Source: an optimization exercise on an open RTL-to-GDS flow (aim: small area, a short achievable clock period and few clock cycles). Production flows keep margins and buffers that such runs may drop. In this exercise RTL edits were held to simulation tests only and were not proved equivalent to the original.

==> flow/design.v, too long to show whole: its modules and the start of the top module <==
// module dec_unit: 229 lines
// module bcd_addsub: 54 lines
// module add64: 34 lines
// module horner8: 696 lines
module dec_unit (
    input  wire         clk,
    input  wire         rst,
    input  wire         start,
    input  wire [2:0]   op,
    input  wire [4:0]   n,
    input  wire [127:0] kd,
    input  wire [127:0] ks,
    input  wire [63:0]  ds,
    output wire         ready,
    output reg          done,
    output reg  [127:0] k_out,
    output reg  [63:0]  d_out,
    output reg          flag_n,
    output reg          flag_z,
    output reg          flag_v,
    output reg          exc
);
  // ...
==> flow/run.sh <==
#!/bin/bash
# synth_recipe.tcl (not shown) runs the flow's synth.tcl, then flattens the netlist and writes it again
# the make line also repeats each setting of config.mk as NAME=value (left out here)
make -C /OpenROAD-flow-scripts/flow DESIGN_CONFIG=/design/flow/config.mk WORK_HOME=/design/flow/orfs CLKGATE_MAP_FILE= SYNTH_SCRIPT=/design/flow/synth_recipe.tcl finish
==> flow/config.mk <==
export PLATFORM = sky130hd
export DESIGN_NAME = dec_unit
export DESIGN_NICKNAME = dec_unit
export VERILOG_FILES = /design/flow/design.v
export SDC_FILE = /design/flow/constraint.sdc
export NUM_CORES = 4
export LEC_CHECK = 0
export ABC_AREA = 1
export CAP_MARGIN = 20
export CORE_MARGIN = 2
export CORE_UTILIZATION = 40
export PLACE_DENSITY = 0.6
export SLEW_MARGIN = 20
==> flow/constraint.sdc <==
create_clock -name core_clock -period 55.0 [get_ports {clk}]
set_input_delay 11.0000 -clock core_clock [delete_from_list [all_inputs] [get_ports {clk}]]
set_output_delay 11.0000 -clock core_clock [all_outputs]
set_load 0.01 [all_outputs]
==> flow_metrics.env, run 1 <==
export IMPL_period_share_pct=24.9
export IMPL_busiest_layer="met2"
export IMPL_post_route_drc_count=0
export IMPL_crit_path_cell_trace="nor2_1, inv_1, nand2_1, clkdlybuf4s50_1"
export IMPL_drv_cap=0
export IMPL_cts_setup_buffers=0
export IMPL_dp_cells=13900
export IMPL_timing_rr_start="b_negr"
export IMPL_syn_inst=11200
export IMPL_dieArea_um2=177000
export IMPL_comb_multi_input_count=8414
export IMPL_outcome="timing/DRC/antenna clean"
export IMPL_synth_compound_area_share_pct=17.3
export IMPL_synth_top_family_by_area="simple AND/OR/NAND/NOR gates"
export IMPL_met1_usage_pct=46.8
export IMPL_yosys_area_share_simple_pct=31.5
export IMPL_seq_area_frac_synth_pct=15.5
export IMPL_clkbuf_count=84
export IMPL_worst_pin_slew_ns=1.24
export IMPL_highest_layer="met5"
export IMPL_finalWorstSetupSlack_ns=41.33
export IMPL_clock_area_share_pct=2.91
export IMPL_yosysUniqueCellTypes=83
export IMPL_synthXorXnorAreaFrac_pct=5.19
export IMPL_buffers=605
export IMPL_cp_slowest_stage_delay_ns=0.86
export IMPL_hp_class="flip-flop to flip-flop"
export IMPL_clkLatencyLatePin_ns=0.76
export IMPL_rsz0062_at_grt="false"
export IMPL_antenna_found_initial=30
export IMPL_largest_class="multi-input combinational cells"
export IMPL_clock_skew_ns=0.0529
export IMPL_holdPathEnd="cnt[0]"
export IMPL_reg2reg_to="flag_n"
export IMPL_wirelength_mm=345
export IMPL_grt_overflow=0
export IMPL_finalNonFillerCells=14000
export IMPL_hold_viol_final=0
export IMPL_crit_end="ready"
export IMPL_die_h_um=421
Testbench counts, summed over its fixed seeds: cycles 19,477.
==> module dec_unit, before the edit <==
module dec_unit (
    input  wire         clk,
    input  wire         rst,
    input  wire         start,
    input  wire [2:0]   op,
    input  wire [4:0]   n,
    input  wire [127:0] kd,
    input  wire [127:0] ks,
    input  wire [63:0]  ds,
    output wire         ready,
    output reg          done,
    output reg  [127:0] k_out,
    output reg  [63:0]  d_out,
    output reg          flag_n,
    output reg          flag_z,
    output reg          flag_v,
    output reg          exc
);
    localparam [2:0] OP_DADD = 3'd0,
                     OP_DSUB = 3'd1,
                     OP_DCMP = 3'd2,
                     OP_DSHL = 3'd3,
                     OP_DSHR = 3'd4,
                     OP_CVBD = 3'd5,
                     OP_CVDB = 3'd6;
    localparam [3:0] SIGN_PLUS  = 4'hC,
                     SIGN_MINUS = 4'hD;
    localparam integer SB = 15, PB = 64 - 4 * SB;
    reg         v1;        
    reg [2:0]   op_r;
    reg [4:0]   n_r;
    reg [127:0] a_r;
    reg [127:0] b_r;       
    reg [3:0]   bs_r;      
    reg [63:0]  d_r;
    reg       first;       
    reg       it_bd;       
    reg       it_db;       
    reg [1:0] cnt;         
    reg       b_negr;      
    reg       d_negr;      
    reg       cv_hi;       
    wire last = (it_bd || it_db) && (cnt == 2'd0);
    assign ready = !(it_bd || it_db) || last;
    wire go = start && ready;
    wire [123:0] a_mag = a_r[127:4];
    wire [123:0] b_mag = b_r[123:0];
    wire a_ok  = dec_ok(a_r);
    wire b_ok  = dec_ok({b_mag, bs_r});
    wire a_neg = sign_neg(a_r[3:0]);
    wire b_neg = b_negr;
    wire is_sub  = (op_r == OP_DSUB) || (op_r == OP_DCMP);
    wire eff_sub = a_neg ^ b_neg ^ is_sub;
    wire [123:0] as_mag;
    wire         as_swap, as_cout;
    bcd_addsub u_as (.a(a_mag), .b(b_mag), .sub(eff_sub),
                     .r(as_mag), .swap(as_swap), .cout(as_cout));
    wire as_neg = a_neg ^ as_swap;
    wire as_ovf = !eff_sub && as_cout;
    wire is_shl = (op_r == OP_DSHL);
    wire is_sh  = (op_r == OP_DSHL) || (op_r == OP_DSHR);
    wire [4:0] rot = is_shl ? ~n_r : n_r;      
    wire [123:0] rs [0:5];
    assign rs[0] = a_mag;
    genvar gl, gd;
    generate
        for (gl = 0; gl < 5; gl = gl + 1) begin : g_rot
            for (gd = 0; gd < 31; gd = gd + 1) begin : g_d
                assign rs[gl+1][4*gd +: 4] = rot[gl] ? rs[gl][4*((gd + (1 << gl)) % 31) +: 4]
                                                     : rs[gl][4*gd +: 4];
            end
        end
    endgenerate
    wire [123:0] rt = rs[5];
    reg [30:0]  th;         
    reg [123:0] sh_mag;
    reg         shl_v;
    integer i;
    always @(*) begin
        for (i = 0; i < 31; i = i + 1)
            th[i] = ({1'b0, n_r} <= i);
        shl_v = 1'b0;
        for (i = 0; i < 31; i = i + 1) begin
            sh_mag[4*i +: 4] = rt[4*i +: 4] & {4{is_shl ? th[i] : th[30-i]}};
            if ((a_mag[4*i +: 4] != 4'd0) && !th[30-i])
                shl_v = 1'b1;
        end
    end
    wire [123:0] s_mag  = is_sh ? sh_mag : as_mag;
    wire         s_zero = (s_mag == 124'd0);
    wire         s_neg  = is_sh ? a_neg : as_neg;
    wire         s_n    = s_neg && !s_zero;
    wire [63:0] ds_mag = neg64(d_r);
    wire [63:0] bd_bin_in = first ? {ds_mag[63-PB:0], {PB{1'b0}}} : d_r;
    wire [75:0] bd_bcd_in = first ? {{(76-PB){1'b0}}, ds_mag[63:64-PB]} : k_out[79:4];
    reg [75:0] dd_bcd;
    reg [63:0] dd_bin;
    integer s;
    always @(*) begin
        dd_bcd = bd_bcd_in;
        dd_bin = bd_bin_in;
        for (s = 0; s < SB; s = s + 1) begin
            dd_bcd = dd_step(dd_bcd, dd_bin[63]);
            dd_bin = {dd_bin[62:0], 1'b0};
        end
    end
    wire [63:0] acc    = first ? 64'd0 : d_out;
    wire [63:0] db_next;
    wire        db_zero;
    horner8 u_h (.acc(acc), .dig(b_r[127:96]), .neg(b_negr), .out(db_next), .zero(db_zero));
    wire        db_ovf  = cv_hi || (b_negr ? (!db_next[63] && !db_zero) : db_next[63]);
    wire op_cv = (op == OP_CVBD) || (op == OP_CVDB);
    always @(posedge clk) begin
        if (rst) begin
            v1    <= 1'b0;
            first <= 1'b0;
            it_bd <= 1'b0;
            it_db <= 1'b0;
            done  <= 1'b0;
        end else begin
            v1    <= go && !op_cv;
            first <= go && op_cv;
            it_bd <= (go && op == OP_CVBD) || (it_bd && !last);
            it_db <= (go && op == OP_CVDB) || (it_db && !last);
            done  <= v1 || last;
        end
        cnt <= go ? 2'd3 : cnt - 2'd1;
    end
    always @(posedge clk) begin
        op_r <= op;
        n_r  <= n;
        a_r  <= kd;
        if (it_db && !last)
            b_r <= {b_r[95:0], 32'd0};
        else begin
            b_r    <= {4'd0, ks[127:4]};
            bs_r   <= ks[3:0];
            b_negr <= sign_neg(ks[3:0]);
        end
        if (it_bd && !last)
            d_r <= dd_bin;
        else begin
            d_r    <= ds;
            d_negr <= ds[63];
        end
        if (first)
            cv_hi <= (b_r[123:76] != 48'd0);
    end
    always @(posedge clk) begin
        d_out <= db_next;
        if (it_bd)
            k_out <= {48'd0, dd_bcd, d_negr ? SIGN_MINUS : SIGN_PLUS};
        else
            k_out <= {s_mag, s_n ? SIGN_MINUS : SIGN_PLUS};
        if (it_db) begin
            flag_n <= db_next[63];
            flag_z <= db_zero;
            flag_v <= db_ovf;
            if (first)
                exc <= !b_ok;
        end else if (it_bd) begin
            if (first) begin
                exc    <= 1'b0;
                flag_n <= d_negr;
                flag_z <= (d_r == 64'd0);
                flag_v <= 1'b0;
            end
        end else begin
            exc <= !(a_ok && (is_sh || b_ok));
            if (op_r == OP_DCMP) begin
                flag_n <= as_neg && (!s_zero || as_ovf);
                flag_z <= s_zero && !as_ovf;
                flag_v <= 1'b0;
            end else begin
                flag_n <= s_n;
                flag_z <= s_zero;
                flag_v <= is_sh ? (is_shl && shl_v) : as_ovf;
            end
        end
    end
    function dec_ok(input [127:0] x);
        integer k;
        begin
            dec_ok = x[3] && (x[2] || x[1]);
            for (k = 1; k < 32; k = k + 1)
                if (x[4*k+3] && (x[4*k+2] || x[4*k+1]))
                    dec_ok = 1'b0;
        end
    endfunction
    function sign_neg(input [3:0] x);
        sign_neg = x[0] && (x[2] ^ x[1]);
    endfunction
    function [75:0] dd_step(input [75:0] x, input b);
        integer k;
        reg [3:0] d;
        reg       c;
        begin
            c = b;
            for (k = 0; k < 19; k = k + 1) begin
                d = x[4*k +: 4];
                dd_step[4*k+3] = (d[2] && !d[1] && !d[0]) || (d[3] && d[0]);
                dd_step[4*k+2] = (!d[2] && d[1]) || (d[2] && d[1] && d[0]) || (d[3] && !d[0]);
                dd_step[4*k+1] = (!d[3] && !d[2] && d[0]) || (d[2] && d[1] && !d[0]) || (d[3] && !d[0]);
                dd_step[4*k]   = c;
                c = d[3] || (d[2] && (d[1] || d[0]));
            end
        end
    endfunction
    function [63:0] neg64(input [63:0] x);
        integer k, q;
        reg [7:0] grp;       
        reg [7:0] below;     
        reg       acc;
        begin
            for (q = 0; q < 8; q = q + 1)
                grp[q] = (x[8*q +: 8] != 8'd0);
            below[0] = 1'b0;
            for (q = 1; q < 8; q = q + 1)
                below[q] = below[q-1] | grp[q-1];
            for (q = 0; q < 8; q = q + 1) begin
                acc = below[q];
                for (k = 0; k < 8; k = k + 1) begin
                    neg64[8*q+k] = x[8*q+k] ^ (x[63] & acc);
                    acc = acc | x[8*q+k];
                end
            end
        end
    endfunction
endmodule
==> module bcd_addsub, before the edit <==
module bcd_addsub (
    input  wire [123:0] a,
    input  wire [123:0] b,
    input  wire         sub,
    output wire [123:0] r,
    output wire         swap,
    output wire         cout
);
    wire [123:0] p, g;
    wire [30:0]  gn, pn;
    genvar d;
    generate
        for (d = 0; d < 31; d = d + 1) begin : g_dig
            wire [3:0] bi = b[4*d +: 4];
            wire [3:0] yi = sub ? ~bi : {bi[3] | bi[2] | bi[1], ~(bi[2] ^ bi[1]), ~bi[1], bi[0]};
            wire [3:0] pi = a[4*d +: 4] ^ yi;
            wire [3:0] gi = a[4*d +: 4] & yi;
            assign p[4*d +: 4] = pi;
            assign g[4*d +: 4] = gi;
            assign gn[d] = gi[3] | (pi[3] & (gi[2] | (pi[2] & (gi[1] | (pi[1] & gi[0])))));
            assign pn[d] = &pi;
        end
    endgenerate
    reg [30:0] G, P;
    integer l, i, k;
    always @(*) begin
        G = gn;
        P = pn;
        for (l = 0; l < 5; l = l + 1)
            for (i = 0; i < 31; i = i + 1)
                if ((i >> l) & 1) begin
                    k = ((i >> l) << l) - 1;
                    G[i] = G[i] | (P[i] & G[k]);
                    P[i] = P[i] & P[k];
                end
    end
    wire cin = sub & (G[30] | P[30]);     
    assign swap = sub & ~cin;
    assign cout = G[30];
    generate
        for (d = 0; d < 31; d = d + 1) begin : g_out
            wire       ci = (d == 0) ? cin : (G[d-1] | (P[d-1] & cin));
            wire [3:0] pi = p[4*d +: 4];
            wire [3:0] gi = g[4*d +: 4];
            wire       c1 = gi[0] | (pi[0] & ci);
            wire       c2 = gi[1] | (pi[1] & c1);
            wire       c3 = gi[2] | (pi[2] & c2);
            wire       ko = gn[d] | (pn[d] & ci);
            wire [3:0] t  = pi ^ {c3, c2, c1, ci} ^ {4{swap}};
            wire       cr = ~(ko ^ swap);       
            assign r[4*d +: 4] = cr ? {~(t[3] ^ (t[2] & t[1])), t[2] ^ t[1], ~t[1], t[0]} : t;
        end
    endgenerate
endmodule
==> run 2: changes to the inputs <==
--- a/flow/design.v
+++ b/flow/design.v
@@ -9,3 +9,3 @@
     input  wire [63:0]  ds,
-    output wire         ready,
+    output reg          ready,
     output reg          done,
@@ -29,4 +29,5 @@
     reg         v1;        
-    reg [2:0]   op_r;
     reg [4:0]   n_r;
+    reg [4:0]   rot_r;     
+    reg         eff_sub_r, is_sh_r, is_shl_r, is_cmp_r;
     reg [127:0] a_r;
@@ -43,4 +44,3 @@
     wire last = (it_bd || it_db) && (cnt == 2'd0);
-    assign ready = !(it_bd || it_db) || last;
-    wire go = start && ready;
+    wire go   = start && ready;
     wire [123:0] a_mag = a_r[127:4];
@@ -51,13 +51,11 @@
     wire b_neg = b_negr;
-    wire is_sub  = (op_r == OP_DSUB) || (op_r == OP_DCMP);
-    wire eff_sub = a_neg ^ b_neg ^ is_sub;
     wire [123:0] as_mag;
-    wire         as_swap, as_cout;
-    bcd_addsub u_as (.a(a_mag), .b(b_mag), .sub(eff_sub),
-                     .r(as_mag), .swap(as_swap), .cout(as_cout));
+    wire         as_swap, as_cout, as_zero;
+    bcd_addsub u_as (.a(a_mag), .b(b_mag), .sub(eff_sub_r),
+                     .r(as_mag), .swap(as_swap), .cout(as_cout), .zero(as_zero));
     wire as_neg = a_neg ^ as_swap;
-    wire as_ovf = !eff_sub && as_cout;
-    wire is_shl = (op_r == OP_DSHL);
-    wire is_sh  = (op_r == OP_DSHL) || (op_r == OP_DSHR);
-    wire [4:0] rot = is_shl ? ~n_r : n_r;      
+    wire as_ovf = !eff_sub_r && as_cout;
+    wire is_shl = is_shl_r;
+    wire is_sh  = is_sh_r;
+    wire [4:0] rot = rot_r;                    
     wire [123:0] rs [0:5];
@@ -89,3 +87,3 @@
     wire [123:0] s_mag  = is_sh ? sh_mag : as_mag;
-    wire         s_zero = (s_mag == 124'd0);
+    wire         s_zero = is_sh ? (sh_mag == 124'd0) : as_zero;
     wire         s_neg  = is_sh ? a_neg : as_neg;
@@ -94,3 +92,3 @@
     wire [63:0] bd_bin_in = first ? {ds_mag[63-PB:0], {PB{1'b0}}} : d_r;
-    wire [75:0] bd_bcd_in = first ? {{(76-PB){1'b0}}, ds_mag[63:64-PB]} : k_out[79:4];
+    wire [75:0] bd_bcd_in = first ? {{(76-PB){1'b0}}, ds_mag[63:64-PB]} : {16'd0, a_r[59:0]};
     reg [75:0] dd_bcd;
@@ -102,3 +100,3 @@
         for (s = 0; s < SB; s = s + 1) begin
-            dd_bcd = dd_step(dd_bcd, dd_bin[63]);
+            dd_bcd = dd_step(dd_bcd, dd_bin[63]) & dd_mask(s);
             dd_bin = {dd_bin[62:0], 1'b0};
@@ -106,3 +104,3 @@
     end
-    wire [63:0] acc    = first ? 64'd0 : d_out;
+    wire [63:0] acc    = first ? 64'd0 : d_r;
     wire [63:0] db_next;
@@ -119,2 +117,3 @@
             done  <= 1'b0;
+            ready <= 1'b1;
         end else begin
@@ -125,2 +124,3 @@
             done  <= v1 || last;
+            ready <= !((go && op_cv) || ((it_bd || it_db) && cnt[1]));
         end
@@ -129,5 +129,12 @@
     always @(posedge clk) begin
-        op_r <= op;
         n_r  <= n;
-        a_r  <= kd;
+        rot_r     <= (op == OP_DSHL) ? ~n : n;
+        eff_sub_r <= sign_neg(kd[3:0]) ^ sign_neg(ks[3:0]) ^ (op == OP_DSUB || op == OP_DCMP);
+        is_sh_r   <= (op == OP_DSHL) || (op == OP_DSHR);
+        is_shl_r  <= (op == OP_DSHL);
+        is_cmp_r  <= (op == OP_DCMP);
+        if (it_bd && !last)
+            a_r[75:0] <= dd_bcd;
+        else
+            a_r <= kd;
         if (it_db && !last)
@@ -141,2 +148,4 @@
             d_r <= dd_bin;
+        else if (it_db && !last)
+            d_r <= db_next;
         else begin
@@ -169,3 +178,3 @@
             exc <= !(a_ok && (is_sh || b_ok));
-            if (op_r == OP_DCMP) begin
+            if (is_cmp_r) begin
                 flag_n <= as_neg && (!s_zero || as_ovf);
@@ -208,2 +217,15 @@
     endfunction
+    function [75:0] dd_mask(input integer s);
+        integer nd;
+        begin
+            case (s)
+                0:                nd = 15;
+                1, 2, 3, 4:       nd = 16;
+                5, 6, 7:          nd = 17;
+                8, 9, 10:         nd = 18;
+                default:          nd = 19;
+            endcase
+            dd_mask = {76{1'b1}} >> (4 * (19 - nd));
+        end
+    endfunction
     function [63:0] neg64(input [63:0] x);
@@ -235,3 +257,4 @@
     output wire         swap,
-    output wire         cout
+    output wire         cout,
+    output wire         zero
 );
@@ -266,2 +289,3 @@
     wire cin = sub & (G[30] | P[30]);     
+    assign zero = sub ? P[30] : (r == 124'd0);
     assign swap = sub & ~cin;
==> run 2 against run 1 <==
Against the previous run: still clean on timing, DRC and antenna; core utilization about the same; register-to-register slack better by 0.14 ns; synthesized cell count down 3.3%; cell count down 3.4%; wire length down 2.6%; worst setup slack better by 0.76 ns; clock skew down 0.0087 ns; critical path depth down 3; synthesized area down 1.3%; critical path type unchanged; critical endpoint is now flag_n; highest routed layer unchanged.
==> flow_metrics.env, run 2 <==
export IMPL_synth_area_um2=68700
export IMPL_worstHoldStart="cnt[0]"
export IMPL_final_setup_viol_count=0
export IMPL_synth_area_per_cell_um2=6.33
export IMPL_gr_usage_met3_pct=5.09
export IMPL_clockBufferDepth=3
export IMPL_worst_path_stages=1
export IMPL_dieWidth_um=418
export IMPL_whs_path_depth=1
export IMPL_grt_overflow=0
export IMPL_largestRegisters="a_r (128), b_r (128), k_out (125)"
export IMPL_final_common_cell="nand2_1"
export IMPL_fmax_ghz=0.0775
export IMPL_grt_pass1_vias=71600
export IMPL_cp_slowest_cell="clkdlybuf4s50_1"
export IMPL_outcome="timing/DRC/antenna clean"
export IMPL_rsz0062_at_grt="false"
export IMPL_clkLatencyLatePin_ns=0.75
export IMPL_clk_pin_slew_ns=0.06
export IMPL_worst_setup_path_type="flip-flop to output port"
export IMPL_hold_viol_final=0
export IMPL_cp_num_buf_inv=1
export IMPL_drt_wirelength_per_cell_um=24.8
export IMPL_hp_class="flip-flop to flip-flop"
export IMPL_setup_worst_path_start_class="flip-flop"
export IMPL_yosys_area_top_type="nand2_1"
export IMPL_synthToLayoutAreaGrowth_pct=14.6
export IMPL_synth_seq_cells=541
export IMPL_cts_root_buf="clkbuf_16"
export IMPL_multi_input_area_um2=49700
export IMPL_drv_cap=0
export IMPL_timing_rr_start="eff_sub_r"
export IMPL_yosysMostFrequentCell="nand2_1"
export IMPL_crit_start="flag_n"
export IMPL_dpl_hpwl_mm=283
export IMPL_reg2reg_setup_slack_ns=42.30
export IMPL_cts_tree="built"
export IMPL_dieArea_um2=175000
export IMPL_seq_area_um2=11500
export IMPL_grt_start_max_net_pins=109
export IMPL_ctsHoldBuffers=0
export IMPL_crit_required_ns=44.00
export IMPL_final_nets=12300
export IMPL_post_route_drc_count=0
export IMPL_synth_edf_count=62
export IMPL_gp_congestion=1.11
export IMPL_busiest_layer="met2"
export IMPL_period_share_pct=23.5
export IMPL_ctsResizeCount=0
export IMPL_numCtsBuffers=70
export IMPL_initial_core_util_pct=40.1
export IMPL_drv_slew=0
export IMPL_wirelength_mm=336
export IMPL_clock_skew_ns=0.0443
export IMPL_crit_path_max_fanout=1
export IMPL_via_per_inst=5.52
export IMPL_final_cell_mix="nand2_1, inv_1, nor2_1, o21ai_0, nand3_1"
export IMPL_fillerInstances=17800
export IMPL_holdPathEnd="cnt[0]"
export IMPL_rr_worst_depth=51
export IMPL_min_period_ns=12.91
export IMPL_worst_pin_slew_ns=1.28
export IMPL_slew_headroom_pct=13.9
export IMPL_synth_top_area_share_pct=16.4
export IMPL_setup_tns_final_ns=0
export IMPL_arrival_ns=1.91
export IMPL_grt_use_met2_pct=60.7
export IMPL_gr_usage_all_layers_pct=37.5
export IMPL_synthTopCellsByArea="nand2_1, dfxtp_1, fa_1"
export IMPL_critical_path_endpoint_type="output port"
export IMPL_cp_slowest_stage_delay_ns=0.62
export IMPL_syn_inst=10900
export IMPL_numPortBuffers=525
export IMPL_cts_setup_buffers=0
export IMPL_cp_top_family="buffers and inverters"
export IMPL_antenna_found_initial=17
export IMPL_async_flop_share_pct=0
export IMPL_cts_num_sinks=541
export IMPL_core_area_um2=171000
export IMPL_yosys_top_cells_count="nand2_1, inv_1, nor2_1, o21ai_0, nand3_1"
export IMPL_seq_area_frac_synth_pct=16.7
export IMPL_yosysUniqueCellTypes=77
export IMPL_drtPass1Iterations=6
export IMPL_htree_levels=3
export IMPL_drt_initial_drc_count=7399
export IMPL_grt_pass1_wl_mm=478
export IMPL_met1_usage_pct=45.7
export IMPL_rows=152
export IMPL_reg2reg_to="flag_n"
export IMPL_vias=74600
export IMPL_synthFlopType="dfxtp_1"
export IMPL_ios=529
export IMPL_crit_path_cell_trace="clkdlybuf4s50_1"
export IMPL_die_h_um=418
export IMPL_ant_nets=0
export IMPL_synth_warnings=3
export IMPL_timing_hold_ws_ns=0.400
export IMPL_drive_gt1_share_pct=7.48
run 2: cell families (layout without fill, tap and decap cells):
logic type | count (synthesis) | count (layout) | share of synthesized area [%]
other | 2 | 10 | 0.0109
AND/OR/NAND/NOR | 5146 | 5146 | 31.6
XOR/XNOR | 444 | 444 | 5.66
buffers and inverters | 2006 | 2436 | 11.1
flip-flops | 541 | 541 | 16.7
AO/OA/AOI/OAI | 1854 | 1854 | 15.5
multiplexers | 144 | 144 | 2.12
adder cells (fa/ha/maj) | 716 | 716 | 17.4
run 2: final cells by class:
cell class              count  area share, %
clock buffers              95           2.53
multi-input cells        8307           63.1
flip-flops and latches    541           14.6
inverters                1682           8.04
clock inverters            34          0.486
well taps                2233           3.55
diodes                      7         0.0223
repair buffers            625           7.69
run 2: layer usage:
metal	wire [um]	vias up
li1	-	35400
met1	133000	35300
met2	151000	3133
met3	22100	773
met4	29300	10
met5	92	-
run 2: stage by stage:
stage               utilization, %  instance area, um^2  setup slack, ns  cells
floorplan                        -                68700            43.09  10900
CTS                           46.0                78700            42.08  13500
global route                  46.0                78700            41.79  13500
global placement              44.6                76300            42.39  13400
finish                        46.0                78700            42.09  13500
detailed placement            44.6                76300            42.38  13400
run 2: worst reg2reg max path, delay by kind of cell, from the launching register on:
| kind | cells | cell delay [ns] |
|---|---|---|
| XOR/XNOR | 2 | 0.37 |
| adder cells (fa/ha/maj) | 5 | 1.60 |
| flip-flops | 1 | 0.61 |
| buffers and inverters | 11 | 2.57 |
| AO/OA/AOI/OAI | 16 | 4.69 |
| AND/OR/NAND/NOR | 17 | 2.62 |
run 2: worst max-delay path by stage:
stage / to / slack (ns)
2_1_floorplan: is_sh_r / 43.09
3_3_place_gp: eff_sub_r / 42.39
3_5_place_dp: eff_sub_r / 42.38
4_1_cts: flag_n / 42.08
5_1_grt: flag_n / 41.79
6_report: flag_n / 42.09
Testbench counts of run 2, summed over its fixed seeds: cycles 19,477.
==> run 3: changes to the inputs <==
--- a/flow/design.v
+++ b/flow/design.v
@@ -29,8 +29,8 @@
     reg         v1;        
-    reg [4:0]   n_r;
     reg [4:0]   rot_r;     
-    reg         eff_sub_r, is_sh_r, is_shl_r, is_cmp_r;
+    reg         is_sh_r, is_shl_r, is_cmp_r;
+    reg [2:0]   eff_sub_r;  
     reg [127:0] a_r;
     reg [127:0] b_r;       
-    reg [3:0]   bs_r;      
+    reg         b_sok;     
     reg [63:0]  d_r;
@@ -44,7 +44,8 @@
     wire last = (it_bd || it_db) && (cnt == 2'd0);
-    wire go   = start && ready;
+    reg  busy_n;           
+    wire go   = start && !busy_n;
     wire [123:0] a_mag = a_r[127:4];
     wire [123:0] b_mag = b_r[123:0];
-    wire a_ok  = dec_ok(a_r);
-    wire b_ok  = dec_ok({b_mag, bs_r});
+    wire a_ok  = a_r[3] && (a_r[2] || a_r[1]) && dig_ok(a_mag);
+    wire b_ok  = b_sok && dig_ok(b_mag);
     wire a_neg = sign_neg(a_r[3:0]);
@@ -56,3 +57,3 @@
     wire as_neg = a_neg ^ as_swap;
-    wire as_ovf = !eff_sub_r && as_cout;
+    wire as_ovf = !eff_sub_r[0] && as_cout;
     wire is_shl = is_shl_r;
@@ -78,7 +79,7 @@
         for (i = 0; i < 31; i = i + 1)
-            th[i] = ({1'b0, n_r} <= i);
+            th[i] = ({1'b0, rot} <= i);
         shl_v = 1'b0;
         for (i = 0; i < 31; i = i + 1) begin
-            sh_mag[4*i +: 4] = rt[4*i +: 4] & {4{is_shl ? th[i] : th[30-i]}};
-            if ((a_mag[4*i +: 4] != 4'd0) && !th[30-i])
+            sh_mag[4*i +: 4] = rt[4*i +: 4] & {4{th[30-i] ^ is_shl}};
+            if ((a_mag[4*i +: 4] != 4'd0) && th[i])
                 shl_v = 1'b1;
@@ -117,3 +118,4 @@
             done  <= 1'b0;
-            ready <= 1'b1;
+            ready  <= 1'b1;
+            busy_n <= 1'b0;
         end else begin
@@ -124,3 +126,4 @@
             done  <= v1 || last;
-            ready <= !((go && op_cv) || ((it_bd || it_db) && cnt[1]));
+            ready  <= !((go && op_cv) || ((it_bd || it_db) && cnt[1]));
+            busy_n <= (go && op_cv) || ((it_bd || it_db) && cnt[1]);
         end
@@ -129,5 +132,6 @@
     always @(posedge clk) begin
-        n_r  <= n;
         rot_r     <= (op == OP_DSHL) ? ~n : n;
-        eff_sub_r <= sign_neg(kd[3:0]) ^ sign_neg(ks[3:0]) ^ (op == OP_DSUB || op == OP_DCMP);
+        eff_sub_r[0] <= (sign_neg(kd[3:0]) ^ sign_neg(ks[3:0])) ^ (op == OP_DSUB || op == OP_DCMP);
+        eff_sub_r[1] <= sign_neg(kd[3:0]) ^ (sign_neg(ks[3:0]) ^ (op == OP_DSUB || op == OP_DCMP));
+        eff_sub_r[2] <= (sign_neg(kd[3:0]) ^ (op == OP_DSUB || op == OP_DCMP)) ^ sign_neg(ks[3:0]);
         is_sh_r   <= (op == OP_DSHL) || (op == OP_DSHR);
@@ -143,3 +147,3 @@
             b_r    <= {4'd0, ks[127:4]};
-            bs_r   <= ks[3:0];
+            b_sok  <= ks[3] && (ks[2] || ks[1]);
             b_negr <= sign_neg(ks[3:0]);
@@ -189,9 +193,9 @@
     end
-    function dec_ok(input [127:0] x);
+    function dig_ok(input [123:0] x);
         integer k;
         begin
-            dec_ok = x[3] && (x[2] || x[1]);
-            for (k = 1; k < 32; k = k + 1)
+            dig_ok = 1'b1;
+            for (k = 0; k < 31; k = k + 1)
                 if (x[4*k+3] && (x[4*k+2] || x[4*k+1]))
-                    dec_ok = 1'b0;
+                    dig_ok = 1'b0;
         end
@@ -254,3 +258,3 @@
     input  wire [123:0] b,
-    input  wire         sub,
+    input  wire [2:0]   sub,       
     output wire [123:0] r,
@@ -266,3 +270,4 @@
             wire [3:0] bi = b[4*d +: 4];
-            wire [3:0] yi = sub ? ~bi : {bi[3] | bi[2] | bi[1], ~(bi[2] ^ bi[1]), ~bi[1], bi[0]};
+            wire       sd = sub[d / 11];
+            wire [3:0] yi = sd ? ~bi : {bi[3] | bi[2] | bi[1], ~(bi[2] ^ bi[1]), ~bi[1], bi[0]};
             wire [3:0] pi = a[4*d +: 4] ^ yi;
@@ -288,5 +293,5 @@
     end
-    wire cin = sub & (G[30] | P[30]);     
-    assign zero = sub ? P[30] : (r == 124'd0);
-    assign swap = sub & ~cin;
+    wire cin = sub[0] & (G[30] | P[30]);     
+    assign zero = sub[0] ? P[30] : (r == 124'd0);
+    assign swap = sub[0] & ~cin;
     assign cout = G[30];
==> run 3 against run 2 <==
Against the previous run: core utilization rose by 0.18 points; clock-buffer cell count rose by 2; highest routed layer unchanged; first-iteration DRC count fell by 5.2%; largest cell class unchanged; wire length rose by 1.7%.
==> flow_metrics.env, run 3 <==
export IMPL_outcome="timing/DRC/antenna clean"
export IMPL_arrival_ns=1.76
export IMPL_ios=529
export IMPL_fmax_ghz=0.0784
export IMPL_rsz0062_at_grt="false"
export IMPL_clkLatencyLatePin_ns=0.73
export IMPL_cp_slowest_stage_delay_ns=0.59
export IMPL_timing_hold_ws_ns=0.394
export IMPL_cts_num_sinks=537
export IMPL_ctsHoldBuffers=0
export IMPL_worst_setup_path_type="flip-flop to output port"
export IMPL_grt_overflow=0
export IMPL_setup_tns_final_ns=0
export IMPL_grt_pass1_vias=70700
export IMPL_syn_inst=10800
export IMPL_synthTopCellsByArea="nand2_1, dfxtp_1, fa_1"
export IMPL_worstHoldStart="cnt[0]"
export IMPL_gp_congestion=1.08
export IMPL_gr_usage_all_layers_pct=38.0
export IMPL_antenna_found_initial=10
export IMPL_timing_rr_start="b_negr"
export IMPL_drv_cap=0
export IMPL_numCtsBuffers=67
export IMPL_cp_slowest_cell="clkdlybuf4s50_1"
export IMPL_synthXorXnorAreaFrac_pct=5.96
export IMPL_grt_pass1_wl_mm=480
export IMPL_rows=151
export IMPL_ctsResizeCount=0
export IMPL_holdPathEnd="cnt[0]"
export IMPL_hp_class="flip-flop to flip-flop"
export IMPL_final_nets=12200
export IMPL_yosys_top_cells_count="nand2_1, inv_1, nor2_1, o21ai_0, nand3_1"
export IMPL_vias=74000
export IMPL_period_share_pct=23.2
export IMPL_final_common_cell="nand2_1"
export IMPL_synth_edf_count=60
export IMPL_min_period_ns=12.76
export IMPL_clock_skew_ns=0.0532
export IMPL_cts_tree="built"
export IMPL_initial_core_util_pct=40.4
export IMPL_drt_initial_drc_count=7017
export IMPL_cp_top_family="buffers and inverters"
export IMPL_setup_worst_path_start_class="flip-flop"
export IMPL_ant_nets=0
export IMPL_yosysMostFrequentCell="nand2_1"
export IMPL_yosys_area_top_type="nand2_1"
export IMPL_die_h_um=418
export IMPL_drtPass1Iterations=8
export IMPL_dieArea_um2=175000
export IMPL_dieWidth_um=418
export IMPL_reg2reg_to="flag_v"
export IMPL_clockBufferDepth=3
export IMPL_hold_viol_final=0
export IMPL_crit_path_cell_trace="clkdlybuf4s50_1"
export IMPL_cts_root_buf="clkbuf_16"
export IMPL_clk_pin_slew_ns=0.06
export IMPL_drive_gt1_share_pct=6.92
export IMPL_critical_path_endpoint_type="output port"
export IMPL_async_flop_share_pct=0
export IMPL_synth_top_family_by_area="simple AND/OR/NAND/NOR gates"
export IMPL_core_area_um2=170000
export IMPL_grt_start_max_net_pins=127
export IMPL_numPortBuffers=525
export IMPL_whs_path_depth=1
export IMPL_synth_compound_area_share_pct=15.3
export IMPL_reg2reg_setup_slack_ns=43.80
export IMPL_synth_area_um2=68500
export IMPL_rr_worst_depth=41
export IMPL_seq_area_frac_synth_pct=16.6
export IMPL_slew_headroom_pct=14.7
export IMPL_htree_levels=3
export IMPL_via_per_inst=5.51
export IMPL_synth_top_area_share_pct=16.0
export IMPL_cp_num_buf_inv=1
export IMPL_cts_setup_buffers=0
export IMPL_final_cell_mix="nand2_1, inv_1, nor2_1, o21ai_0, nand3_1"
export IMPL_synth_fa_ha_area_share_pct=17.5
export IMPL_crit_required_ns=44.00
export IMPL_synth_area_mux_share_pct=2.20
export IMPL_dpl_hpwl_mm=290
export IMPL_post_route_drc_count=0
export IMPL_yosys_area_share_simple_pct=31.2
export IMPL_yosysUniqueCellTypes=94
export IMPL_synthFlopType="dfxtp_1"
export IMPL_final_setup_viol_count=0
export IMPL_synth_warnings=3
export IMPL_drt_wirelength_per_cell_um=25.4
export IMPL_synth_area_per_cell_um2=6.37
export IMPL_crit_path_max_fanout=1
export IMPL_synth_seq_cells=537
export IMPL_drv_slew=0
export IMPL_worst_pin_slew_ns=1.28
export IMPL_synthToLayoutAreaGrowth_pct=14.4
export IMPL_wirelength_mm=341
export IMPL_largestRegisters="a_r (128), b_r (128), k_out (125)"
run 3: changes by cell type after synthesis, sizes merged, moves of 5 or more:
| cell | delta |
|---|---|
| xnor2 | +8 |
| a211oi | +5 |
| mux2i | +10 |
| a31oi | +7 |
| clkbuf | -21 |
| buf | +15 |
| inv | +12 |
| nand2 | -84 |
| nor2 | -31 |
| o21ai | -29 |
| clkinv | +5 |
| and3 | +5 |
| xor2 | +12 |
| a21oi | -18 |
run 3: layer usage:
metal | part of all wire, % | vias to the layer above | track usage (%)
met5 | 0.027 | - | 0.250
met2 | 45 | 2928 | 61.5
met1 | 40 | 35200 | 46.1
li1 | - | 35200 | -
met3 | 7.0 | 687 | 6.22
met4 | 8.0 | 8 | 26.1
run 3: cells by family after synthesis:
group	Yosys count
xor+xnor	464
buf+inv	2021
mux	150
compound gates	1831
fa+ha+maj	718
other cells	2
simple gates	5044
flops	537
run 3: metrics by stage:
step / worst slack [ns] / instances / utilization (%) / cell area (um^2)
5_1_grt: 42.22 / 13400 / 46.2 / 78400
6_report: 42.24 / 13400 / 46.2 / 78400
2_1_floorplan: 43.09 / 10800 / - / 68500
3_5_place_dp: 42.28 / 13300 / 44.9 / 76200
4_1_cts: 42.20 / 13400 / 46.2 / 78400
3_3_place_gp: 42.31 / 13300 / 44.8 / 76200
run 3: worst max path at each step:
stage / from / to / slack, ns / depth (start not counted)
floorplan: op[1] / is_sh_r / 43.09 / 3
global placement: ks[1] / eff_sub_r[2] / 42.31 / 7
detailed placement: op[2] / rot_r[4] / 42.28 / 3
CTS: flag_n / flag_n / 42.20 / 1
global route: flag_n / flag_n / 42.22 / 1
finish: flag_z / flag_z / 42.24 / 1
run 3: layout make-up:
cell class,instances,area [um^2]
antenna,6,15.0
clock buffer,97,1890
clock inverter,26,319
fill,17700,91400
inverter,1699,6390
multi-input combinational,8210,49500
sequential,537,11400
tap,2218,2780
timing repair buffer,631,6110
Testbench counts of run 3, summed over its fixed seeds: cycles 19,477.
==> run 4: changes to the inputs <==
--- a/flow/config.mk
+++ b/flow/config.mk
@@ -10,4 +10,4 @@
 export CORE_MARGIN = 2
-export CORE_UTILIZATION = 40
-export PLACE_DENSITY = 0.6
+export CORE_UTILIZATION = 50
+export PLACE_DENSITY = 0.65
 export SLEW_MARGIN = 20
==> run 4 against run 3 <==
Against the previous run: core utilization up 11 points; sequential cell count unchanged; worst setup slack better by 0.13 ns.
==> flow_metrics.env, run 4 <==
export IMPL_cp_slowest_cell="clkdlybuf4s50_1"
export IMPL_crit_path_cell_trace="clkdlybuf4s50_1"
export IMPL_grt_pass1_wl_mm=459
export IMPL_min_period_ns=12.63
export IMPL_rows=135
export IMPL_drv_slew=0
export IMPL_synth_seq_cells=537
export IMPL_wirelength_mm=320
export IMPL_grt_overflow=0
export IMPL_worst_setup_path_type="flip-flop to output port"
export IMPL_ctsResizeCount=0
export IMPL_hold_viol_final=0
export IMPL_critical_path_endpoint_type="output port"
export IMPL_grt_start_max_net_pins=115
export IMPL_clk_pin_slew_ns=0.08
export IMPL_clock_skew_ns=0.0712
export IMPL_synthFlopType="dfxtp_1"
export IMPL_yosysUniqueCellTypes=94
export IMPL_die_h_um=374
export IMPL_ant_nets=0
export IMPL_cts_tree="built"
export IMPL_final_cell_mix="nand2_1, inv_1, nor2_1, o21ai_0, nand3_1"
export IMPL_timing_hold_ws_ns=0.405
export IMPL_arrival_ns=1.63
export IMPL_synthTopCellsByArea="nand2_1, dfxtp_1, fa_1"
export IMPL_drtPass1Iterations=7
export IMPL_htree_levels=2
export IMPL_clkLatencyLatePin_ns=0.75
export IMPL_clockBufferDepth=3
export IMPL_seq_area_frac_synth_pct=16.6
export IMPL_synthToLayoutAreaGrowth_pct=13.3
export IMPL_cp_slowest_stage_delay_ns=0.57
export IMPL_crit_path_max_fanout=1
export IMPL_synth_warnings=3
export IMPL_async_flop_share_pct=0
export IMPL_final_common_cell="nand2_1"
export IMPL_drt_wirelength_per_cell_um=24.7
export IMPL_setup_worst_path_start_class="flip-flop"
export IMPL_crit_required_ns=44.00
export IMPL_period_share_pct=23.0
export IMPL_drt_initial_drc_count=9543
export IMPL_largestRegisters="a_r (128), b_r (128), k_out (125)"
export IMPL_cts_setup_buffers=0
export IMPL_cp_num_buf_inv=1
export IMPL_worst_pin_slew_ns=1.27
export IMPL_hp_class="flip-flop to flip-flop"
export IMPL_initial_core_util_pct=50.5
export IMPL_dieArea_um2=140000
export IMPL_vias=75900
export IMPL_outcome="timing/DRC/antenna clean"
export IMPL_cts_num_sinks=537
export IMPL_fmax_ghz=0.0792
export IMPL_synth_top_area_share_pct=16.0
export IMPL_synth_area_um2=68500
export IMPL_yosys_area_top_type="nand2_1"
export IMPL_grt_pass1_vias=71100
export IMPL_final_nets=12200
export IMPL_syn_inst=10800
export IMPL_cts_root_buf="clkbuf_16"
export IMPL_dieWidth_um=374
export IMPL_gp_congestion=1.13
export IMPL_yosysMostFrequentCell="nand2_1"
export IMPL_antenna_found_initial=20
export IMPL_ctsHoldBuffers=0
export IMPL_fillerInstances=13100
export IMPL_gr_usage_all_layers_pct=44.2
export IMPL_slew_headroom_pct=14.8
export IMPL_via_per_inst=5.85
export IMPL_numCtsBuffers=60
export IMPL_ios=529
export IMPL_dpl_hpwl_mm=269
export IMPL_drv_cap=0
export IMPL_final_setup_viol_count=0
export IMPL_post_route_drc_count=0
export IMPL_rsz0062_at_grt="false"
export IMPL_drive_gt1_share_pct=6.92
export IMPL_synth_edf_count=60
export IMPL_numPortBuffers=525
export IMPL_core_area_um2=136000
export IMPL_synth_area_per_cell_um2=6.37
export IMPL_cp_top_family="buffers and inverters"
export IMPL_yosys_top_cells_count="nand2_1, inv_1, nor2_1, o21ai_0, nand3_1"
export IMPL_setup_tns_final_ns=0
run 4: final timing paths:
path	from	endpoint	slack, ns	depth (start not counted)
setup / recovery	exc	exc	42.37	1
setup reg to reg	eff_sub_r[0]	flag_n	42.70	44
hold reg to reg	cnt[0]	cnt[0]	0.40	1
hold / removal	cnt[0]	cnt[0]	0.40	1
run 4: final cells by class:
cell class	instances	area [um^2]	area share, %
Clock inverter	40	480	0.619
Tap cell	1781	2230	2.87
Antenna cell	7	17.5	0.0226
Timing Repair Buffer	625	6020	7.75
Clock buffer	73	1600	2.06
Multi-Input combinational cell	8210	49600	63.8
Sequential cell	537	11400	14.7
Inverter	1699	6390	8.23
run 4: cells by family after synthesis:
family	Yosys count	synth area share, %
fa+ha+maj	718	17.5
other cells	2	0.0110
buf+inv	2021	11.3
flops	537	16.6
mux	150	2.20
compound gates	1831	15.3
xor+xnor	464	5.96
simple gates	5044	31.2
run 4: per-layer routing:
layer | up-vias | share of wire, % | global-route usage, % | wire [um]
li1 | 35200 | - | - | -
met1 | 35500 | 38 | 54.2 | 122000
met2 | 4208 | 43 | 68.8 | 138000
met3 | 953 | 9.7 | 8.03 | 30900
met4 | 6 | 9.3 | 33.7 | 29700
met5 | - | 0.012 | 0 | 37
run 4: stage by stage:
stage,setup slack [ns],util [%],instances,area [um^2]
final,42.37,57.2,13000,77700
after global routing,42.35,57.2,13000,77700
after CTS,42.33,57.1,13000,77600
after detailed placement,42.28,55.6,12800,75500
after global placement,42.29,55.6,12800,75500
after floorplan,43.09,-,10800,68500
==> run 5: changes to the inputs <==
--- a/flow/design.v
+++ b/flow/design.v
@@ -42,3 +42,3 @@
     reg       d_negr;      
-    reg       cv_hi;       
+    reg       cv_hz;       
     wire last = (it_bd || it_db) && (cnt == 2'd0);
@@ -109,3 +109,3 @@
     horner8 u_h (.acc(acc), .dig(b_r[127:96]), .neg(b_negr), .out(db_next), .zero(db_zero));
-    wire        db_ovf  = cv_hi || (b_negr ? (!db_next[63] && !db_zero) : db_next[63]);
+    wire        db_ovf  = cv_hz || (b_negr ? (!db_next[63] && !db_zero) : db_next[63]);
     wire op_cv = (op == OP_CVBD) || (op == OP_CVDB);
@@ -159,3 +159,3 @@
         if (first)
-            cv_hi <= (b_r[123:76] != 48'd0);
+            cv_hz <= it_db ? (b_r[123:76] != 48'd0) : (d_r == 64'd0);
     end
@@ -174,8 +174,6 @@
         end else if (it_bd) begin
-            if (first) begin
-                exc    <= 1'b0;
-                flag_n <= d_negr;
-                flag_z <= (d_r == 64'd0);
-                flag_v <= 1'b0;
-            end
+            exc    <= 1'b0;
+            flag_n <= d_negr;
+            flag_z <= cv_hz;
+            flag_v <= 1'b0;
         end else begin
--- a/flow/config.mk
+++ b/flow/config.mk
@@ -10,4 +10,4 @@
 export CORE_MARGIN = 2
-export CORE_UTILIZATION = 50
-export PLACE_DENSITY = 0.65
+export CORE_UTILIZATION = 40
+export PLACE_DENSITY = 0.6
 export SLEW_MARGIN = 20
==> run 5 against run 4 <==
Against the previous run: final area is 1.5% higher; cell count is 3.7% higher; sequential cell count stayed put; maximum frequency is 1.3% lower; clock skew is 0.0095 ns lower; synthesized cell count is 0.66% lower; non-clock buffer count is 3 lower; critical path type unchanged; highest routed layer unchanged.
==> flow_metrics.env, run 5 <==
export IMPL_outcome="timing/DRC/antenna clean"
export IMPL_drtPass1Iterations=9
export IMPL_hold_viol_final=0
export IMPL_antenna_found_initial=24
export IMPL_met1_usage_pct=45.0
export IMPL_clock_skew_ns=0.0617
export IMPL_core_area_um2=171000
export IMPL_synthToLayoutAreaGrowth_pct=14.5
export IMPL_crit_path_cell_trace="clkdlybuf4s50_1"
export IMPL_seq_area_frac_synth_pct=16.4
export IMPL_timing_rr_start="eff_sub_r[0]"
export IMPL_drv_cap=0
export IMPL_min_period_ns=12.80
export IMPL_dpl_hpwl_mm=285
export IMPL_htree_levels=3
export IMPL_arrival_ns=1.80
export IMPL_gr_usage_met3_pct=5.69
export IMPL_final_common_cell="nand2_1"
export IMPL_dp_cells=13300
export IMPL_grt_use_met2_pct=61.4
export IMPL_final_cell_mix="nand2_1, inv_1, nor2_1, o21ai_0, nand3_1"
export IMPL_syn_inst=10700
export IMPL_clk_pin_slew_ns=0.08
export IMPL_synth_area_per_cell_um2=6.44
export IMPL_reg2reg_to="flag_n"
export IMPL_worst_pin_slew_ns=1.29
export IMPL_final_nets=12100
export IMPL_post_route_drc_count=0
export IMPL_rsz0062_at_grt="false"
export IMPL_yosysMostFrequentCell="nand2_1"
export IMPL_cp_num_buf_inv=1
export IMPL_synthTopCellsByArea="nand2_1, dfxtp_1, fa_1"
export IMPL_setup_worst_path_start_class="flip-flop"
export IMPL_synth_area_um2=68900
export IMPL_grt_pass1_vias=70000
export IMPL_drive_gt1_share_pct=8.44
export IMPL_finalNonFillerCells=13500
export IMPL_cts_root_buf="clkbuf_16"
export IMPL_synthFlopType="dfxtp_1"
export IMPL_dieArea_um2=175000
export IMPL_synth_edf_count=57
export IMPL_reg2reg_setup_slack_ns=43.18
export IMPL_cts_num_sinks=537
export IMPL_cp_slowest_cell="clkdlybuf4s50_1"
export IMPL_period_share_pct=23.3
export IMPL_drt_initial_drc_count=6440
export IMPL_worstHoldStart="cnt[0]"
export IMPL_crit_path_max_fanout=1
export IMPL_grt_pass1_wl_mm=474
export IMPL_largestRegisters="a_r (128), b_r (128), k_out (125)"
export IMPL_ios=529
export IMPL_worst_setup_path_type="flip-flop to output port"
export IMPL_cp_slowest_stage_delay_ns=0.59
export IMPL_numCtsBuffers=67
export IMPL_rr_worst_depth=49
export IMPL_whs_path_depth=1
export IMPL_async_flop_share_pct=0
export IMPL_yosys_top_cells_count="nand2_1, inv_1, nor2_1, o21ai_0, nand3_1"
export IMPL_yosysUniqueCellTypes=86
export IMPL_setup_tns_final_ns=0
export IMPL_busiest_layer="met2"
export IMPL_gp_congestion=1.07
export IMPL_die_h_um=419
export IMPL_via_per_inst=5.43
export IMPL_wirelength_mm=335
export IMPL_hp_class="flip-flop to flip-flop"
export IMPL_holdPathEnd="cnt[0]"
export IMPL_cp_top_family="buffers and inverters"
export IMPL_clockBufferDepth=3
export IMPL_initial_core_util_pct=40.2
export IMPL_vias=73100
export IMPL_dieWidth_um=419
export IMPL_ctsHoldBuffers=0
export IMPL_cts_tree="built"
export IMPL_ctsResizeCount=0
export IMPL_crit_required_ns=44.00
export IMPL_ant_nets=0
export IMPL_rows=152
export IMPL_gr_usage_all_layers_pct=37.3
export IMPL_drv_slew=0
export IMPL_yosys_area_top_type="nand2_1"
export IMPL_slew_headroom_pct=11.3
export IMPL_clkLatencyLatePin_ns=0.75
export IMPL_grt_start_max_net_pins=113
export IMPL_final_setup_viol_count=0
export IMPL_synth_seq_cells=537
export IMPL_cts_setup_buffers=0
export IMPL_critical_path_endpoint_type="output port"
export IMPL_synth_top_area_share_pct=15.4
export IMPL_grt_overflow=0
export IMPL_fmax_ghz=0.0782
export IMPL_numPortBuffers=525
export IMPL_synth_warnings=3
export IMPL_drt_wirelength_per_cell_um=24.9
run 5: logic make-up after synthesis:
group	share of synthesized area, %
adder cells (fa/ha/maj)	17.8
AND/OR/NAND/NOR	31.2
XOR/XNOR	5.85
buffers and inverters	11.1
multiplexers	2.36
other	0.0109
flip-flops	16.4
AO/OA/AOI/OAI	15.3
run 5: worst reg2reg max path: cells and delay by family, from the launching register on:
family / cells / cell delay [ns]
AOI/OAI and AO/OA: 16 / 5.73
DFF: 1 / 0.31
buffers and inverters: 9 / 1.63
xor gates and xnor gates: 2 / 0.35
adders and majority gates: 5 / 1.46
and+or+nand+nor: 17 / 2.28
run 5: worst max-delay path by stage:
stage | startpoint | endpoint | slack [ns] | depth (start not counted)
detailed placement | kd[2] | eff_sub_r[0] | 42.30 | 6
finish | flag_z | flag_z | 42.20 | 1
floorplan | op[1] | is_sh_r | 43.09 | 3
global placement | kd[1] | eff_sub_r[0] | 42.30 | 6
global route | flag_z | flag_z | 42.19 | 1
CTS | flag_z | flag_z | 42.15 | 1
run 5: area by class of cell:
class | instances | area [um^2]
fillers | 17900 | 92500
multi-input cells | 8175 | 50000
flip-flops and latches | 537 | 11400
inverters | 1665 | 6270
repair buffers | 622 | 6010
well taps | 2310 | 2890
clock buffers | 86 | 1870
clock inverters | 35 | 405
diodes | 26 | 65.1
run 5: stage by stage:
step	area, um^2	hold slack, ns	setup WS [ns]	util [%]
3_3_place_gp	76500	0.377	42.30	44.6
5_1_grt	78800	0.417	42.19	46.0
6_report	78800	0.399	42.20	46.0
3_5_place_dp	76500	0.381	42.30	44.6
2_1_floorplan	68900	0.366	43.09	-
4_1_cts	78800	0.396	42.15	46.0
run 5: layer usage:
metal / wire length (um) / part of all wire [%]
met4: 25000 / 7.5
met1: 135000 / 40
met2: 154000 / 46
met3: 20400 / 6.1
met5: 71 / 0.021
Testbench counts of run 5, summed over its fixed seeds: cycles 19,477.
==> run 6: changes to the inputs <==
--- a/flow/config.mk
+++ b/flow/config.mk
@@ -10,4 +10,4 @@
 export CORE_MARGIN = 2
-export CORE_UTILIZATION = 40
-export PLACE_DENSITY = 0.6
+export CORE_UTILIZATION = 50
+export PLACE_DENSITY = 0.65
 export SLEW_MARGIN = 20
==> run 6 against run 5 <==
Against the previous run: still clean; die area is 20% lower; core utilization is 11 points higher; via count is 1.5% higher; sequential cell count stayed put; critical path depth stayed put; cell count is 4.1% lower; critical path type unchanged; critical endpoint is now flag_n; largest cell class unchanged; highest routed layer unchanged.
==> flow_metrics.env, run 6 <==
export IMPL_outcome="timing/DRC/antenna clean"
export IMPL_dpl_hpwl_mm=255
export IMPL_synth_top_area_share_pct=15.4
export IMPL_drive_gt1_share_pct=8.23
export IMPL_synthTopCellsByArea="nand2_1, dfxtp_1, fa_1"
export IMPL_final_nets=12100
export IMPL_dieArea_um2=141000
export IMPL_cts_num_sinks=537
export IMPL_clkLatencyLatePin_ns=0.72
export IMPL_crit_required_ns=44.00
export IMPL_fmax_ghz=0.0782
export IMPL_ios=529
export IMPL_synth_area_um2=68900
export IMPL_gr_usage_all_layers_pct=42.1
export IMPL_rows=136
export IMPL_crit_path_cell_trace="clkdlybuf4s50_1"
export IMPL_yosys_area_top_type="nand2_1"
export IMPL_gp_congestion=1.10
export IMPL_synth_area_per_cell_um2=6.44
export IMPL_cp_top_family="buffers and inverters"
export IMPL_critical_path_endpoint_type="output port"
export IMPL_largestRegisters="a_r (128), b_r (128), k_out (125)"
export IMPL_cts_root_buf="clkbuf_16"
export IMPL_arrival_ns=1.79
export IMPL_synthFlopType="dfxtp_1"
export IMPL_grt_pass1_wl_mm=443
export IMPL_via_per_inst=5.75
export IMPL_drt_initial_drc_count=8094
export IMPL_clk_pin_slew_ns=0.07
export IMPL_core_area_um2=137000
export IMPL_worst_setup_path_type="flip-flop to output port"
export IMPL_initial_core_util_pct=50.2
export IMPL_yosysUniqueCellTypes=86
export IMPL_slew_headroom_pct=12.2
export IMPL_crit_start="flag_n"
export IMPL_crit_path_max_fanout=1
export IMPL_numCtsBuffers=60
export IMPL_timing_rr_start="eff_sub_r[0]"
export IMPL_yosysMostFrequentCell="nand2_1"
export IMPL_reg2reg_to="flag_n"
export IMPL_timing_hold_ws_ns=0.429
export IMPL_postPlaceCellArea_um2=75700
export IMPL_ant_nets=0
export IMPL_cp_num_buf_inv=1
export IMPL_cp_slowest_cell="clkdlybuf4s50_1"
export IMPL_clockBufferDepth=3
export IMPL_worst_path_stages=1
export IMPL_rsz0062_at_grt="false"
export IMPL_async_flop_share_pct=0
export IMPL_cp_slowest_stage_delay_ns=0.60
export IMPL_post_route_drc_count=0
export IMPL_yosys_top_cells_count="nand2_1, inv_1, nor2_1, o21ai_0, nand3_1"
export IMPL_wirelength_mm=304
export IMPL_min_period_ns=12.79
export IMPL_ctsHoldBuffers=0
export IMPL_final_cell_mix="nand2_1, inv_1, nor2_1, o21ai_0, nand3_1"
export IMPL_syn_inst=10700
export IMPL_drt_wirelength_per_cell_um=23.6
export IMPL_dieWidth_um=375
export IMPL_fin_area_um2=77800
export IMPL_synth_warnings=3
export IMPL_cts_tree="built"
export IMPL_reg2reg_setup_slack_ns=43.20
export IMPL_grt_start_max_net_pins=132
export IMPL_drv_slew=0
export IMPL_synth_edf_count=57
export IMPL_final_setup_viol_count=0
export IMPL_synth_seq_cells=537
export IMPL_vias=74200
export IMPL_antenna_found_initial=19
export IMPL_rr_worst_depth=51
export IMPL_period_share_pct=23.3
export IMPL_grt_overflow=0
export IMPL_hp_class="flip-flop to flip-flop"
export IMPL_seq_area_frac_synth_pct=16.4
export IMPL_synthToLayoutAreaGrowth_pct=13.0
export IMPL_numPortBuffers=525
export IMPL_cts_setup_buffers=0
export IMPL_setup_tns_final_ns=0
export IMPL_drtPass1Iterations=7
export IMPL_htree_levels=2
export IMPL_grt_pass1_vias=70700
export IMPL_worst_pin_slew_ns=1.30
export IMPL_clock_skew_ns=0.0583
export IMPL_drv_cap=0
export IMPL_ctsResizeCount=0
export IMPL_final_common_cell="nand2_1"
export IMPL_hold_viol_final=0
export IMPL_crit_end="flag_n"
export IMPL_die_h_um=375
export IMPL_setup_worst_path_start_class="flip-flop"
==> run 6: changes by cell type in the layout (fill, tap and decap cells not counted), sizes merged <==
cell,before,now
diode,26,9
clkinvlp,0,4
buf,97,87
clkbuf,86,79
clkinv,36,27
inv,1660,1662
==> run 6: how the worst min path moves through the flow <==
stage / from / to / cells after the start
6_report: cnt[0] / cnt[0] / 1
5_1_grt: cnt[0] / cnt[0] / 1
3_3_place_gp: cnt[0] / cnt[0] / 1
2_1_floorplan: cnt[0] / cnt[0] / 1
3_5_place_dp: cnt[0] / cnt[0] / 1
4_1_cts: cnt[0] / cnt[0] / 1
==> run 6: cell families after synthesis <==
group           after synthesis  share of synthesized area [%]
flops                       537                           16.4
xor+xnor                    459                           5.85
simple gates               5003                           31.2
other cells                   2                         0.0109
compound gates             1821                           15.3
mux                         161                           2.36
buf+inv                    1985                           11.1
fa+ha+maj                   728                           17.8
==> run 6: stage by stage <==
| step | cells | util (%) | worst slack (ns) |
|---|---|---|---|
| after CTS | 12900 | 56.7 | 42.17 |
| after global placement | 12800 | 55.2 | 42.18 |
| after floorplan | 10700 | - | 43.09 |
| final | 12900 | 56.8 | 42.21 |
| after detailed placement | 12800 | 55.2 | 42.16 |
| after global routing | 12900 | 56.7 | 42.20 |
==> run 6: area by class of cell <==
class	instances	area (um^2)
antenna	9	22.5
timing repair buffer	612	5910
tap	1794	2240
multi-input combinational	8175	50000
clock buffer	79	1690
sequential	537	11300
inverter	1665	6270
fill	13300	59300
clock inverter	32	382
==> run 6: layer usage <==
layer  global-route usage [%]  wire [um]
met4                     29.7      25500
met5                        0        120
met3                     9.82      29800
met1                     51.0     117000
met2                     65.9     132000

port drivers added, routing unchanged:
Ports are ideal in the flow. The routed layouts listed here were re-timed in OpenROAD. Step 1, drivers: a clkbuf_16 drives clk and a buf_2 each remaining input, both assumed. Step 2 adds t to the input delays and takes it off the output delays; t is the mean of the earliest and latest rising clock arrival at the registers after step 1. Input paths then give back, and output paths get back, about the clock's delay inside the block. Three values: no drivers, after step 1, after step 2; two values: the first two.
run	t, ns	setup slack, ns	worst register clock-pin slew, ns
run 1	0.829	41.331 / 41.235 / 42.064	0.07 / 0.07
run 2	0.822	42.092 / 41.995 / 42.299	0.08 / 0.08
run 3	0.804	42.240 / 42.146 / 42.257	0.07 / 0.07
run 4	0.808	42.366 / 42.268 / 42.271	0.08 / 0.08
run 5	0.813	42.204 / 42.114 / 42.285	0.08 / 0.08
run 6	0.779	42.207 / 42.122 / 42.228	0.08 / 0.08
After both steps setup and hold are still met in every run listed. The setup slack of run 4, which loses most, moves by -0.098 ns with the drivers and by -0.095 ns with both steps.
